Background: an optimization exercise with open tools, aiming at small area, a short achievable clock period and few clock cycles per item. Do not read the settings as production practice. The RTL was checked by simulation tests, not by an equivalence proof against the original design.

## serac_cascade
module serac_cascade (
    input  wire        clk,
    input  wire        rst,         
    input  wire        cfg_we,
    input  wire [5:0]  cfg_addr,    
    input  wire [31:0] cfg_data,
    input  wire        clr_state,   
    input  wire        in_valid,
    output wire        in_ready,
    input  wire [31:0] in_x,
    output reg         out_valid,
    output reg  [31:0] out_y
);
export LEC_CHECK = 0
export CAP_MARGIN = 20
export CORE_MARGIN = 2
export CORE_UTILIZATION = 40
export PLACE_DENSITY = 0.6
export SETUP_SLACK_MARGIN = 0.5
export SLEW_MARGIN = 20
create_clock -name core_clock -period 20.0 [get_ports {clk}]
standard.sh (not shown) runs the stock make flow with config.mk's settings and CLKGATE_MAP_FILE= SYNTH_SCRIPT=/design/flow/synth_recipe.tcl, a recipe that flattens the netlist after the stock synthesis.
==> flow/flow/run.sh <==
#!/bin/bash
set -euo pipefail
R=$PWD/orfs/results/sky130hd/serac_cascade/base
bash standard.sh synth > synth.log 2>&1
python3 flow/fa_polarity.py $R/1_2_yosys.v $R/1_2_yosys.pol.v > fa_polarity.log 2>&1
cp $R/1_2_yosys.v $R/1_2_yosys.std.v
mv $R/1_2_yosys.pol.v $R/1_2_yosys.v
rm -f $R/1_synth.odb $R/1_synth.sdc
bash standard.sh SETUP_SLACK_MARGIN=14.7 \
    "BUFFER_PORTS_ARGS=-buffer_cell sky130_fd_sc_hd__buf_4" \
    CTS_CLUSTER_SIZE=26 CTS_CLUSTER_DIAMETER=70 GPL_TIMING_DRIVEN=1 \
    CORE_UTILIZATION=62 PLACE_DENSITY=0.76 \
    finish > standard_flow.log 2>&1
Other scripts of this flow, unchanged in this note and not shown: flow/flow/fa_polarity.py
Testbench counts at the start, summed over its fixed seeds: cycles 18,690, items 3,840.
Edit:
--- a/flow/flow/run.sh
+++ b/flow/flow/run.sh
@@ -7,7 +7,7 @@
 mv $R/1_2_yosys.pol.v $R/1_2_yosys.v
 rm -f $R/1_synth.odb $R/1_synth.sdc
-bash standard.sh SETUP_SLACK_MARGIN=14.7 \
+bash standard.sh SETUP_SLACK_MARGIN=15 \
     "BUFFER_PORTS_ARGS=-buffer_cell sky130_fd_sc_hd__buf_4" \
     CTS_CLUSTER_SIZE=26 CTS_CLUSTER_DIAMETER=70 GPL_TIMING_DRIVEN=1 \
-    CORE_UTILIZATION=62 PLACE_DENSITY=0.76 \
+    CORE_UTILIZATION=55 PLACE_DENSITY=0.7 \
     finish > standard_flow.log 2>&1
After rerunning: Design area is higher slightly. Hold slack is worse by 6.3 ps. Non-clock buffer count is higher by 101. First-iteration DRC count is lower by a few percent. Core utilization is lower by 6.4 points. Die area is higher by roughly a tenth.

========
serac_cascade again, from the RTL that the note above started with.
clock: 20.0 ns
lec_check: 0
cap_margin: 20
core_margin: 2
core_utilization: 40
place_density: 0.6
setup_slack_margin: 0.5
slew_margin: 20
==> flow/flow/run.sh <==
#!/bin/bash
set -euo pipefail
R=$PWD/orfs/results/sky130hd/serac_cascade/base
bash standard.sh synth > synth.log 2>&1
python3 flow/fa_polarity.py $R/1_2_yosys.v $R/1_2_yosys.pol.v > fa_polarity.log 2>&1
cp $R/1_2_yosys.v $R/1_2_yosys.std.v
mv $R/1_2_yosys.pol.v $R/1_2_yosys.v
rm -f $R/1_synth.odb $R/1_synth.sdc
bash standard.sh SETUP_SLACK_MARGIN=15 \
    "BUFFER_PORTS_ARGS=-buffer_cell sky130_fd_sc_hd__buf_4" \
    CTS_CLUSTER_SIZE=26 CTS_CLUSTER_DIAMETER=70 GPL_TIMING_DRIVEN=1 \
    CORE_UTILIZATION=62 PLACE_DENSITY=0.76 \
    finish > standard_flow.log 2>&1
Other scripts of this flow, unchanged in this note and not shown: flow/flow/fa_polarity.py
Testbench counts at the start, summed over its fixed seeds: cycles 18,690, items 3,840.
==> next run, changes <==
--- a/flow/flow/run.sh
+++ b/flow/flow/run.sh
@@ -8,5 +8,5 @@
 rm -f $R/1_synth.odb $R/1_synth.sdc
-bash standard.sh SETUP_SLACK_MARGIN=15 \
+bash standard.sh SETUP_SLACK_MARGIN=14.7 \
     "BUFFER_PORTS_ARGS=-buffer_cell sky130_fd_sc_hd__buf_4" \
-    CTS_CLUSTER_SIZE=26 CTS_CLUSTER_DIAMETER=70 GPL_TIMING_DRIVEN=1 \
+    CTS_CLUSTER_SIZE=30 CTS_CLUSTER_DIAMETER=60 GPL_TIMING_DRIVEN=1 \
     CORE_UTILIZATION=62 PLACE_DENSITY=0.76 \
What happened: Setup slack is worse by 0.049 ns; critical path depth stays the same; synthesized area stays the same; routed wire length falls by 1.1%; utilization stays flat; clock-buffer cell count goes down by 10; first-iteration DRC count falls by 4.2%.
==> next run, changes <==
--- a/flow/flow/run.sh
+++ b/flow/flow/run.sh
@@ -10,4 +10,4 @@
     "BUFFER_PORTS_ARGS=-buffer_cell sky130_fd_sc_hd__buf_4" \
-    CTS_CLUSTER_SIZE=30 CTS_CLUSTER_DIAMETER=60 GPL_TIMING_DRIVEN=1 \
-    CORE_UTILIZATION=62 PLACE_DENSITY=0.76 \
+    CTS_CLUSTER_SIZE=26 CTS_CLUSTER_DIAMETER=70 GPL_TIMING_DRIVEN=1 \
+    CORE_UTILIZATION=55 PLACE_DENSITY=0.7 \
     finish > standard_flow.log 2>&1
After rerunning: Global-route usage decreases by 4.9 points. Cell area decreases slightly. Flip-flop and latch count is unchanged. Area after synthesis stays the same. Via count decreases slightly. Die area increases by roughly a tenth. Routed wire length increases slightly. Worst setup slack degrades by 0.015 ns.

re-timing with driven ports:
The results above use ideal ports. As a check the final layouts listed here were re-extracted and re-timed, cells and wires unchanged. Step 1, drivers: a clkbuf_16 drives clk and a buf_2 each remaining input, both assumed. Step 2, shift: input delay + t, output delay - t, t = (earliest + latest rising clock arrival at the registers) / 2. This alone moves slack from input paths to output paths. Slacks: ideal ports / drivers / drivers and shift; pairs: ideal ports / drivers.
run | t (ns) | setup WS [ns] | worst setup path at the end | clock arrival spread, ns
the first run of note 1 | 1.087 | 14.539 / 14.417 / 13.841 | input to register | 0.120 / 0.120
the second run of note 1 | 1.107 | 14.464 / 14.349 / 13.911 | input to register | 0.129 / 0.129
the first run of note 2 | 1.103 | 14.536 / 14.408 / 13.897 | input to register | 0.152 / 0.153
the second run of note 2 | 1.132 | 14.486 / 14.368 / 13.765 | input to register | 0.135 / 0.134
the third run of note 2 | 1.107 | 14.472 / 14.377 / 13.826 | input to register | 0.125 / 0.125
After both steps every run listed still meets setup and hold. For the second run of note 2, which loses most, drivers alone change the setup slack by -0.118 ns; drivers and shift together by -0.721 ns.
